This design comes from an exercise in tuning for small area on the open sky130 flow, not from production work. Only simulation tests tie the RTL to the original design; equivalence was not proved.

== oak ==
## inch4
module inch4 (
    input  wire         clk,
    input  wire         rst_n,
    input  wire [47:0]  tb,
    input  wire [3:0]   en,
    input  wire [3:0]   raw,
    input  wire [3:0]   ilow,
    input  wire [3:0]   marker,
    input  wire [3:0]   src_on,
    input  wire [11:0]  deb_preset,
    input  wire [63:0]  deb_us,
    input  wire [3:0]   wb_en,
    input  wire [27:0]  wb_ms,
    input  wire [3:0]   tp_en,
    input  wire [27:0]  tp_win,
    input  wire [31:0]  tp_period,
    input  wire [3:0]   safety,
    input  wire [3:0]   fail_val,
    input  wire [11:0]  report,       
    input  wire [11:0]  flt_clr,
    output wire [3:0]   valid,
    output wire [3:0]   deb,
    output wire [3:0]   state,
    output wire [3:0]   cand,
    output wire [3:0]   forced,
    output wire [3:0]   wb_live,
    output wire [3:0]   tp_live,
    output wire [3:0]   tp_late_live,
    output wire [11:0]  flt,
    output wire [127:0] edges,
    output wire [3:0]   edge_v,
    output wire [3:0]   edge_dir,
    output wire [191:0] edge_stamp,
    output wire [3:0]   frc_v,
    output wire [3:0]   frc_state,
    output reg          in_any
);
Size in the first run: ~660 I/O pins, ~0.033 mm^2 of cells after synthesis.
==> flow/config.mk <==
export PLATFORM = sky130hd
export DESIGN_NAME = inch4
export DESIGN_NICKNAME = inch4
export VERILOG_FILES = /design/flow/design.v
export SDC_FILE = /design/flow/constraint.sdc
export NUM_CORES = 4
export LEC_CHECK = 0
export ABC_AREA = 1
export CAP_MARGIN = 20
export CORE_MARGIN = 2
export CORE_UTILIZATION = 70
export SLEW_MARGIN = 20
==> flow/constraint.sdc <==
create_clock -name core_clock -period 10.0 [get_ports {clk}]
set_input_delay 2.0000 -clock core_clock [delete_from_list [all_inputs] [get_ports {clk}]]
set_output_delay 2.0000 -clock core_clock [all_outputs]
set_load 0.01 [all_outputs]
standard.sh (not shown) runs the stock make flow with config.mk's settings and CLKGATE_MAP_FILE= SYNTH_SCRIPT=/design/flow/synth_recipe.tcl, a recipe that flattens the netlist after the stock synthesis.
==> flow/flow/run.sh <==
#!/bin/bash
# Layout flow: the standard flow (standard.sh) with changes that only
# affect combinational logic and buffering; every register of the standard
# synthesis is kept, with its name and cell type.
#  2. the combinational logic of that netlist is mapped again by ABC with an
#     area-oriented script (flow/reopt.abc); flip-flops are black boxes,
#     so every register and its name stay as synthesis made them;
#  3. the rest of the standard flow, with ports buffered by buf_1 (the
#     default picks clkdlybuf4s50_1) and a clock tree of clkbuf_16 clusters
#     of up to 28 flip-flops without dummy loads.
# Each tool writes its full output to its own log in this folder.
set -euo pipefail
export BUFFER_PORTS_ARGS="-buffer_cell sky130_fd_sc_hd__buf_1"
export CTS_ARGS="-sink_clustering_enable -repair_clock_nets -dont_use_dummy_load -buf_list {sky130_fd_sc_hd__clkbuf_16} -sink_clustering_size 28 -sink_clustering_max_diameter 100"

bash standard.sh synth > synth.log 2>&1

RES=$PWD/orfs/results/$FLOW_PLATFORM/inch4/base
PLAT=$FLOW_HOME/platforms/$FLOW_PLATFORM
LIB=$(ls $PLAT/lib/sky130_fd_sc_hd__tt_025C_1v80.lib)
DONT_USE=$(sed -n '/DONT_USE_CELLS +=/,/^#/p' $PLAT/config.mk | grep -o 'sky130_fd_sc_hd__[A-Za-z0-9_]*' | sed 's/^/-dont_use /' | tr '\n' ' ')
YOSYS=yosys
[ -x /OpenROAD-flow-scripts/tools/install/yosys/bin/yosys ] && YOSYS=/OpenROAD-flow-scripts/tools/install/yosys/bin/yosys

cp $RES/1_2_yosys.v $RES/1_2_yosys_standard.v
FLOPS=$(grep -o 'sky130_fd_sc_hd__[a-z]*df[a-z]*_[0-9]*' $RES/1_2_yosys_standard.v | sort -u | tr '\n' ' ')
REMAP="flatten
rename -hide w:_*_.*
opt -fast
abc -liberty $LIB $DONT_USE -script $PWD/flow/reopt.abc
opt_clean -purge"
cat > reopt.ys <<EOF
read_liberty -ignore_miss_func $LIB
blackbox $FLOPS
read_verilog $RES/1_2_yosys_standard.v
hierarchy -top $FLOW_TOP
tee -o reopt_stat_before.txt stat -liberty $LIB
$REMAP
setundef -zero
hilomap -singleton -hicell sky130_fd_sc_hd__conb_1 HI -locell sky130_fd_sc_hd__conb_1 LO
splitnets
opt_clean -purge
insbuf -buf sky130_fd_sc_hd__buf_4 A X
tee -o reopt_stat.txt stat -liberty $LIB
write_verilog -noattr -nohex -nodec $RES/1_2_yosys.v
EOF
$YOSYS -s reopt.ys > reopt.log 2>&1
rm -f $RES/1_synth.odb $RES/1_synth.sdc

bash standard.sh > standard_flow.log 2>&1
==> flow/flow/reopt.abc <==
strash
dc2
dch -f
amap
strash
dc2
dch -f
amap
strash
dc2
dch -f
amap
strash
dc2
dch -f
amap
strash
dch -f
amap
oak was carried through to the last stage, and its layout satisfied the timing, design-rule and antenna checks.
### oak -> pine
- CORE_UTILIZATION: 70 -> 80
==> comparison <==
pine never completed, since it errored out during global routing. The final layout from oak, which completed every stage, passed the timing, design-rule and antenna checks at the end of the flow. Between oak and pine, the synthesized cell count figures differ only marginally. X dimension of the die: pine < oak. Reported for pine and oak, total number of H-tree levels turned out identical to the last digit.
Input-level comparison between birch and pine:
- ABC_AREA: 1 -> unset
- CORE_UTILIZATION: 80 -> 70
--- a/flow/flow/run.sh
+++ b/flow/flow/run.sh
@@ -4,5 +4,6 @@
 # synthesis is kept, with its name and cell type.
+#  1. standard synthesis (bash standard.sh synth), unchanged;
 #  2. the combinational logic of that netlist is mapped again by ABC with an
-#     area-oriented script (flow/reopt.abc); flip-flops are black boxes,
-#     so every register and its name stay as synthesis made them;
+#     area-oriented script (flow/reopt.abc), twice; flip-flops are black
+#     boxes, so every register and its name stay as synthesis made them;
 #  3. the rest of the standard flow, with ports buffered by buf_1 (the
@@ -38,2 +39,3 @@
 $REMAP
+$REMAP
 setundef -zero
Results
- Flow for pine halted at global routing, error code GRT-0232.
- No stage failed in birch, and the final checks on the layout all came back clean.
- birch has vertical die dimension above what pine had.
- Changes observed in birch relative to pine: number of instances in the placed design went up, half-perimeter wire length after detailed placement went down, die width went up, effective utilization at floorplan went down.
- Higher synthesized area goes to birch over pine.
- Looking at row count, birch sits 6 higher than pine does.
- The lower post-synthesis instance total came out of pine.
- Worst setup slack after placement in birch is 0.73 ns above pine.

========
run 1:
The RTL this note starts from:
==> flow/design.v <==
module in_chan (
    input  wire        clk,
    input  wire        rst_n,
    input  wire        en,           
    input  wire [47:0] tb,           
    input  wire        raw,          
    input  wire        ilow,         
    input  wire        marker,       
    input  wire        src_on,       
    input  wire [2:0]  deb_preset,
    input  wire [15:0] deb_us,
    input  wire        wb_en,
    input  wire [6:0]  wb_ms,
    input  wire        tp_en,
    input  wire [6:0]  tp_win,
    input  wire [7:0]  tp_period,
    input  wire        safety,
    input  wire        fail_val,
    input  wire [2:0]  flt_clr,      
    output reg         valid,
    output reg         deb,          
    output reg         state,        
    output reg         cand,
    output wire        forced,
    output reg         wb_live,
    output reg         tp_live,
    output reg         tp_late_live,
    output reg  [2:0]  flt,          
    output reg  [31:0] edges,
    output reg         edge_v,
    output reg         edge_dir,
    output reg  [47:0] edge_stamp,
    output reg         frc_v,
    output reg         frc_state
);
    wire rst = !rst_n || !en;
    reg [15:0] preset_us;
    always @(*) begin
        case (deb_preset)
            3'd0: preset_us = 16'd1;
            3'd1: preset_us = 16'd10;
            3'd2: preset_us = 16'd100;
            3'd3: preset_us = 16'd1000;
            3'd4: preset_us = 16'd3000;
            3'd5: preset_us = 16'd10000;
            3'd6: preset_us = 16'd20000;
            default: preset_us = 16'd50000;
        endcase
    end
    wire [15:0] t_us = deb_us | (preset_us & {16{deb_us == 16'd0}});
    reg        clvl;           
    reg [6:0]  dp;             
    reg [15:0] du_n;           
    reg [47:0] cstamp;         
    reg        marker_q;
    reg        win_open;
    reg        win_pass;
    reg        hold;           
    reg [9:0]  wp;             
    reg [6:0]  wu_n;           
    reg [17:0] sp;             
    reg [7:0]  su_n;           
    reg [16:0] bp;             
    reg [6:0]  bu_n;           
    wire [6:0] dp_step = {~dp[5:0], ~(dp[6] ^ dp[5])};
    wire dp_99  = !dp[5] & dp[4] & !dp[3] & !dp[2] & !dp[1] & dp[0];       
    wire dp_end = dp[6] & !dp[4] & !dp[3] & dp[2] & dp[1] & !dp[0];        
    wire dsat    = ~|(du_n & t_us);                             
    wire rdiff   = raw ^ clvl;
    wire start   = !cand && (!valid || (raw != deb));
    wire restart = cand && rdiff && !valid;
    wire accept  = cand && !rdiff && dsat && !win_open;
    wire edge_ev = accept && valid;
    wire [9:0] wp_step = {~wp[8:0], ~(wp[9] ^ wp[6])};
    wire wp_wrap  = wp[9] & !wp[8] & !wp[7] & wp[6] & wp[5] & !wp[4] & wp[3] & wp[2] & wp[1] & !wp[0];   
    wire wdone    = (wp_wrap && !(|(wu_n & tp_win))) || (tp_win == 7'd0);
    wire mk_rise  = marker && !marker_q;
    wire open_ev  = !win_open && tp_en && mk_rise && valid && deb && src_on && !cand;
    wire w_abort  = win_open && !src_on;
    wire w_end    = win_open && src_on && wdone;
    wire tp_pass  = w_end && (win_pass || !raw);
    wire tp_fail  = w_end && !(win_pass || !raw);
    wire hold_end = wp_wrap && !wu_n[3] && !wu_n[1];             
    wire [17:0] sp_step = {~sp[16:0], ~(sp[17] ^ sp[10])};
    wire sp_wrap = sp[17] & !sp[16] & !sp[15] & sp[14] & sp[13] & sp[11] & !sp[10] & !sp[9] & !sp[8] &
                   !sp[7] & !sp[5] & sp[4] & sp[3] & sp[2] & sp[1] & !sp[0];    
    wire sclr    = !tp_en || !(valid && deb) || !src_on || tp_pass;
    wire sdone   = (sp_wrap && !(|(su_n & tp_period))) || (tp_period == 8'd0);
    wire expire  = !sclr && sdone;
    wire [16:0] bp_step = {~bp[15:0], ~(bp[16] ^ bp[13])};
    wire bp_wrap = bp[16] & bp[15] & bp[14] & !bp[12] & bp[11] & bp[10] & !bp[9] & !bp[8] & !bp[7] &
                   !bp[6] & bp[5] & !bp[4] & !bp[3] & bp[2] & bp[1] & !bp[0];   
    wire bclr    = !wb_en || !ilow;
    wire paused  = win_open || hold || (tp_en && !src_on);
    wire bdone   = (bp_wrap && !(|(bu_n & wb_ms))) || (wb_ms == 7'd0);
    wire wb_rise = !bclr && !paused && !wb_live && bdone;
    wire valid_n = valid || accept;
    wire deb_n   = accept ? clvl : deb;
    wire tp_live_n      = tp_en && (tp_fail || (tp_live && !tp_pass));
    wire tp_late_live_n = tp_en && (expire || (tp_late_live && !tp_pass));
    wire wb_live_n      = !bclr && (wb_live || wb_rise);
    wire [2:0] present = {tp_late_live, tp_live, wb_live};
    wire [2:0] flt_set = {expire, tp_fail, wb_rise};
    wire [2:0] flt_n   = (flt & ~(flt_clr & ~present)) | flt_set;
    wire       forced_n = safety & (|flt_n);
    wire       state_n  = forced_n ? fail_val : (valid_n & deb_n);
    wire       frc_ev   = (forced_n != forced) && (state_n != state);
    assign forced = safety & (|flt);
    wire es_ld = edge_ev && !rst;
    wire es_hd = !edge_ev && !rst;
    always @(posedge clk)
        edge_stamp <= ({48{es_ld}} & cstamp) | ({48{es_hd}} & edge_stamp);
    always @(posedge clk) begin
        if (!cand) cstamp <= tb;
        if (start || restart) begin
            clvl <= raw;
            dp   <= 7'd0;
            du_n <= 16'hffff;
        end else begin
            dp <= dp_end ? 7'd0 : dp_step;
            if (dp_99 && !dsat) du_n <= du_n - 16'd1;
        end
        win_pass <= win_open && (win_pass || !raw);
        if (open_ev || w_abort || w_end) begin
            wp <= 10'd0;
            wu_n <= 7'h7e;
        end else begin
            wp <= wp_wrap ? 10'd0 : wp_step;
            if (wp_wrap) wu_n <= wu_n - 7'd1;
        end
        if (sclr || sdone) begin
            sp <= 18'd0;
            su_n <= 8'hfe;
        end else begin
            sp <= sp_wrap ? 18'd0 : sp_step;
            if (sp_wrap) su_n <= su_n - 8'd1;
        end
    end
    always @(posedge clk) begin
        if (rst) begin
            valid        <= 1'b0;
            deb          <= 1'b0;
            state        <= 1'b0;
            cand         <= 1'b0;
            marker_q     <= 1'b0;
            win_open     <= 1'b0;
            hold         <= 1'b0;
            bp           <= 17'd0;
            bu_n         <= 7'h7e;
            wb_live      <= 1'b0;
            tp_live      <= 1'b0;
            tp_late_live <= 1'b0;
            flt          <= 3'd0;
            edges        <= 32'd0;
            edge_v       <= 1'b0;
            edge_dir     <= 1'b0;
            frc_v        <= 1'b0;
            frc_state    <= 1'b0;
        end else begin
            valid        <= valid_n;
            deb          <= deb_n;
            state        <= state_n;
            cand         <= cand ? !(rdiff && valid) && !accept : start;
            marker_q     <= marker;
            win_open     <= win_open ? !(w_abort || w_end) : open_ev;
            if (w_abort || w_end) hold <= 1'b1;
            else if (hold_end)    hold <= 1'b0;
            if (bclr) begin
                bp <= 17'd0;
                bu_n <= 7'h7e;
            end else if (!paused) begin
                bp <= bp_wrap ? 17'd0 : bp_step;
                if (bp_wrap) bu_n <= bu_n - 7'd1;
            end
            wb_live      <= wb_live_n;
            tp_live      <= tp_live_n;
            tp_late_live <= tp_late_live_n;
            flt          <= flt_n;
            edge_v       <= edge_ev;
            if (edge_ev) begin
                edges      <= edges + 32'd1;
                edge_dir   <= clvl;
            end
            frc_v        <= frc_ev;
            if (frc_ev) frc_state <= state_n;
        end
    end
endmodule
module inch4 (
    input  wire         clk,
    input  wire         rst_n,
    input  wire [47:0]  tb,
    input  wire [3:0]   en,
    input  wire [3:0]   raw,
    input  wire [3:0]   ilow,
    input  wire [3:0]   marker,
    input  wire [3:0]   src_on,
    input  wire [11:0]  deb_preset,
    input  wire [63:0]  deb_us,
    input  wire [3:0]   wb_en,
    input  wire [27:0]  wb_ms,
    input  wire [3:0]   tp_en,
    input  wire [27:0]  tp_win,
    input  wire [31:0]  tp_period,
    input  wire [3:0]   safety,
    input  wire [3:0]   fail_val,
    input  wire [11:0]  report,       
    input  wire [11:0]  flt_clr,
    output wire [3:0]   valid,
    output wire [3:0]   deb,
    output wire [3:0]   state,
    output wire [3:0]   cand,
    output wire [3:0]   forced,
    output wire [3:0]   wb_live,
    output wire [3:0]   tp_live,
    output wire [3:0]   tp_late_live,
    output wire [11:0]  flt,
    output wire [127:0] edges,
    output wire [3:0]   edge_v,
    output wire [3:0]   edge_dir,
    output wire [191:0] edge_stamp,
    output wire [3:0]   frc_v,
    output wire [3:0]   frc_state,
    output reg          in_any
);
    genvar i;
    generate
        for (i = 0; i < 4; i = i + 1) begin : ch
            in_chan u_chan (
                .clk          (clk),
                .rst_n        (rst_n),
                .en           (en[i]),
                .tb           (tb),
                .raw          (raw[i]),
                .ilow         (ilow[i]),
                .marker       (marker[i]),
                .src_on       (src_on[i]),
                .deb_preset   (deb_preset[i*3 +: 3]),
                .deb_us       (deb_us[i*16 +: 16]),
                .wb_en        (wb_en[i]),
                .wb_ms        (wb_ms[i*7 +: 7]),
                .tp_en        (tp_en[i]),
                .tp_win       (tp_win[i*7 +: 7]),
                .tp_period    (tp_period[i*8 +: 8]),
                .safety       (safety[i]),
                .fail_val     (fail_val[i]),
                .flt_clr      (flt_clr[i*3 +: 3]),
                .valid        (valid[i]),
                .deb          (deb[i]),
                .state        (state[i]),
                .cand         (cand[i]),
                .forced       (forced[i]),
                .wb_live      (wb_live[i]),
                .tp_live      (tp_live[i]),
                .tp_late_live (tp_late_live[i]),
                .flt          (flt[i*3 +: 3]),
                .edges        (edges[i*32 +: 32]),
                .edge_v       (edge_v[i]),
                .edge_dir     (edge_dir[i]),
                .edge_stamp   (edge_stamp[i*48 +: 48]),
                .frc_v        (frc_v[i]),
                .frc_state    (frc_state[i])
            );
        end
    endgenerate
    wire [11:0] live_cond = {tp_late_live[3], tp_live[3], wb_live[3],
                             tp_late_live[2], tp_live[2], wb_live[2],
                             tp_late_live[1], tp_live[1], wb_live[1],
                             tp_late_live[0], tp_live[0], wb_live[0]};
    always @(posedge clk) begin
        if (!rst_n) in_any <= 1'b0;
        else        in_any <= |(live_cond & report);
    end
endmodule
==> flow/config.mk <==
export PLATFORM = sky130hd
export DESIGN_NAME = inch4
export DESIGN_NICKNAME = inch4
export VERILOG_FILES = /design/flow/design.v
export SDC_FILE = /design/flow/constraint.sdc
export NUM_CORES = 4
export LEC_CHECK = 0
export ABC_AREA = 1
export CAP_MARGIN = 20
export CORE_MARGIN = 2
export CORE_UTILIZATION = 80
export SLEW_MARGIN = 20
==> flow/constraint.sdc <==
create_clock -name core_clock -period 10.0 [get_ports {clk}]
set_input_delay 2.0000 -clock core_clock [delete_from_list [all_inputs] [get_ports {clk}]]
set_output_delay 2.0000 -clock core_clock [all_outputs]
set_load 0.01 [all_outputs]
==> flow/flow/run.sh <==
#!/bin/bash
# Layout flow: the standard flow (standard.sh) with changes that only
# affect combinational logic and buffering; every register of the standard
# synthesis is kept, with its name and cell type.
#  2. the combinational logic of that netlist is mapped again by ABC with an
#     area-oriented script (flow/reopt.abc); flip-flops are black boxes,
#     so every register and its name stay as synthesis made them;
#  3. the rest of the standard flow, with ports buffered by buf_1 (the
#     default picks clkdlybuf4s50_1) and a clock tree of clkbuf_16 clusters
#     of up to 32 flip-flops without dummy loads.
# Each tool writes its full output to its own log in this folder.
set -euo pipefail
export BUFFER_PORTS_ARGS="-buffer_cell sky130_fd_sc_hd__buf_1"
export CTS_ARGS="-sink_clustering_enable -repair_clock_nets -dont_use_dummy_load -buf_list {sky130_fd_sc_hd__clkbuf_16} -sink_clustering_size 32 -sink_clustering_max_diameter 100"

bash standard.sh synth > synth.log 2>&1

RES=$PWD/orfs/results/$FLOW_PLATFORM/inch4/base
PLAT=$FLOW_HOME/platforms/$FLOW_PLATFORM
LIB=$(ls $PLAT/lib/sky130_fd_sc_hd__tt_025C_1v80.lib)
DONT_USE=$(sed -n '/DONT_USE_CELLS +=/,/^#/p' $PLAT/config.mk | grep -o 'sky130_fd_sc_hd__[A-Za-z0-9_]*' | sed 's/^/-dont_use /' | tr '\n' ' ')
YOSYS=yosys
[ -x /OpenROAD-flow-scripts/tools/install/yosys/bin/yosys ] && YOSYS=/OpenROAD-flow-scripts/tools/install/yosys/bin/yosys

cp $RES/1_2_yosys.v $RES/1_2_yosys_standard.v
FLOPS=$(grep -o 'sky130_fd_sc_hd__[a-z]*df[a-z]*_[0-9]*' $RES/1_2_yosys_standard.v | sort -u | tr '\n' ' ')
REMAP="flatten
rename -hide w:_*_.*
opt -fast
abc -liberty $LIB $DONT_USE -script $PWD/flow/reopt.abc
opt_clean -purge"
cat > reopt.ys <<EOF
read_liberty -ignore_miss_func $LIB
blackbox $FLOPS
read_verilog $RES/1_2_yosys_standard.v
hierarchy -top $FLOW_TOP
tee -o reopt_stat_before.txt stat -liberty $LIB
$REMAP
setundef -zero
hilomap -singleton -hicell sky130_fd_sc_hd__conb_1 HI -locell sky130_fd_sc_hd__conb_1 LO
splitnets
opt_clean -purge
insbuf -buf sky130_fd_sc_hd__buf_4 A X
tee -o reopt_stat.txt stat -liberty $LIB
write_verilog -noattr -nohex -nodec $RES/1_2_yosys.v
EOF
$YOSYS -s reopt.ys > reopt.log 2>&1
rm -f $RES/1_synth.odb $RES/1_synth.sdc

bash standard.sh > standard_flow.log 2>&1
Scripts as last shown in full above: flow/flow/reopt.abc
Run 1: it failed with a tool error in global routing, so there are no final results.
#### Input delta (run 2 over run 1)
- ABC_AREA: 1 -> unset
- CORE_UTILIZATION: 80 -> 60
diff --git a/flow/flow/run.sh b/flow/flow/run.sh
--- a/flow/flow/run.sh
+++ b/flow/flow/run.sh
@@ -4,8 +4,8 @@
 # synthesis is kept, with its name and cell type.
+#  1. standard synthesis (bash standard.sh synth), unchanged;
 #  2. the combinational logic of that netlist is mapped again by ABC with an
-#     area-oriented script (flow/reopt.abc); flip-flops are black boxes,
-#     so every register and its name stay as synthesis made them;
+#     area-oriented script (flow/reopt.abc); flip-flops are black boxes;
 #  3. the rest of the standard flow, with ports buffered by buf_1 (the
 #     default picks clkdlybuf4s50_1) and a clock tree of clkbuf_16 clusters
-#     of up to 32 flip-flops without dummy loads.
+#     of up to 25 flip-flops without dummy loads.
 # Each tool writes its full output to its own log in this folder.
@@ -13,3 +13,3 @@
 export BUFFER_PORTS_ARGS="-buffer_cell sky130_fd_sc_hd__buf_1"
-export CTS_ARGS="-sink_clustering_enable -repair_clock_nets -dont_use_dummy_load -buf_list {sky130_fd_sc_hd__clkbuf_16} -sink_clustering_size 32 -sink_clustering_max_diameter 100"
+export CTS_ARGS="-sink_clustering_enable -repair_clock_nets -dont_use_dummy_load -buf_list {sky130_fd_sc_hd__clkbuf_16} -sink_clustering_size 25 -sink_clustering_max_diameter 80"
 
@@ -26,7 +26,2 @@
 FLOPS=$(grep -o 'sky130_fd_sc_hd__[a-z]*df[a-z]*_[0-9]*' $RES/1_2_yosys_standard.v | sort -u | tr '\n' ' ')
-REMAP="flatten
-rename -hide w:_*_.*
-opt -fast
-abc -liberty $LIB $DONT_USE -script $PWD/flow/reopt.abc
-opt_clean -purge"
 cat > reopt.ys <<EOF
@@ -36,6 +31,7 @@
 hierarchy -top $FLOW_TOP
-tee -o reopt_stat_before.txt stat -liberty $LIB
-$REMAP
-setundef -zero
-hilomap -singleton -hicell sky130_fd_sc_hd__conb_1 HI -locell sky130_fd_sc_hd__conb_1 LO
+flatten
+rename -hide w:_*_.*
+opt -fast
+abc -liberty $LIB $DONT_USE -script $PWD/flow/reopt.abc
+opt_clean -purge
 splitnets
==> flow/flow/reopt.abc <==
strash
dc2
dch -f
amap
strash
dc2
dch -f
amap
strash
dch -f
amap
==> summary.txt <==
Run 2 ran to completion and came out clean on the timing, design-rule and antenna checks. Cmp run 1 and run 2 / initial standard-cell utilization of the core / lower: run 2. The lower worst setup slack before clock tree synthesis came out of run 1. The post-synthesis average cell area reported for run 2 is smaller than that of run 1 by 4.2%. Looking at routability congestion estimate, run 2 sits 7.3% lower than run 1 does.
[inputs] run 3 vs run 2
diff --git a/flow/flow/run.sh b/flow/flow/run.sh
--- a/flow/flow/run.sh
+++ b/flow/flow/run.sh
@@ -6,3 +6,4 @@
 #  2. the combinational logic of that netlist is mapped again by ABC with an
-#     area-oriented script (flow/reopt.abc); flip-flops are black boxes;
+#     area-oriented script (flow/reopt.abc), twice; flip-flops are black
+#     boxes, so every register and its name stay as synthesis made them;
 #  3. the rest of the standard flow, with ports buffered by buf_1 (the
@@ -26,2 +27,7 @@
 FLOPS=$(grep -o 'sky130_fd_sc_hd__[a-z]*df[a-z]*_[0-9]*' $RES/1_2_yosys_standard.v | sort -u | tr '\n' ' ')
+REMAP="flatten
+rename -hide w:_*_.*
+opt -fast
+abc -liberty $LIB $DONT_USE -script $PWD/flow/reopt.abc
+opt_clean -purge"
 cat > reopt.ys <<EOF
@@ -31,7 +37,7 @@
 hierarchy -top $FLOW_TOP
-flatten
-rename -hide w:_*_.*
-opt -fast
-abc -liberty $LIB $DONT_USE -script $PWD/flow/reopt.abc
-opt_clean -purge
+tee -o reopt_stat_before.txt stat -liberty $LIB
+$REMAP
+$REMAP
+setundef -zero
+hilomap -singleton -hicell sky130_fd_sc_hd__conb_1 HI -locell sky130_fd_sc_hd__conb_1 LO
 splitnets
==> flow/flow/reopt.abc <==
strash
dc2
dch -f
amap
strash
dc2
dch -f
amap
strash
dc2
dch -f
amap
strash
dc2
dch -f
amap
strash
dch -f
amap
Results
Looking at cell with the biggest individual delay on the critical path, the sky130_fd_sc_hd__a2111oi_0 result is from run 3; the sky130_fd_sc_hd__a21boi_0 one comes from run 2. Run 3 against run 2: design area went down; synthesized area per cell went up. Highest cell delay on the worst timing path came out higher on run 3 than on run 2. Of run 3 and run 2, it is run 3 that has the lower utilization after layout. Worst hold slack after final layout across run 3 and run 2: no real change. Met1 layer usage reported by global route: run 3 and run 2 compared, lower one is run 3. Compared with run 2, run 3 improves fmax.

separate check: timing with driven ports:
In the flow no input, the clock included, has a driving cell. The finished layouts below were timed again as built, in two steps. Step 1: set_driving_cell puts a clkbuf_16 on clk and a buf_2 on each other input, an assumption about the parent block. Step 2 also shifts input and output timing later by t, the mid clock arrival at the registers, as if the neighbouring blocks saw the same clock. Three values: ideal ports, drivers, drivers and shift; two values: the first two.
| run | t (ns) | setup slack, ns | hold slack, ns | worst data-port slew with drivers (ns) | cell pins on the clock port's net |
|---|---|---|---|---|---|
| oak | 0.652 | 1.974 / 2.013 / 1.361 | 0.361 / 0.361 / 0.361 | 0.16 | 1 |
| birch | 0.660 | 2.399 / 2.405 / 1.745 | 0.380 / 0.380 / 0.380 | 0.14 | 1 |
| run 2 | 0.657 | 1.915 / 1.955 / 1.298 | 0.387 / 0.387 / 0.387 | 0.11 | 1 |
| run 3 | 0.657 | 2.366 / 2.387 / 1.730 | 0.388 / 0.388 / 0.388 | 0.12 | 1 |
After both steps every run listed still meets setup and hold. For birch, which loses most, drivers alone change the setup slack by +0.006 ns; drivers and shift together by -0.654 ns.
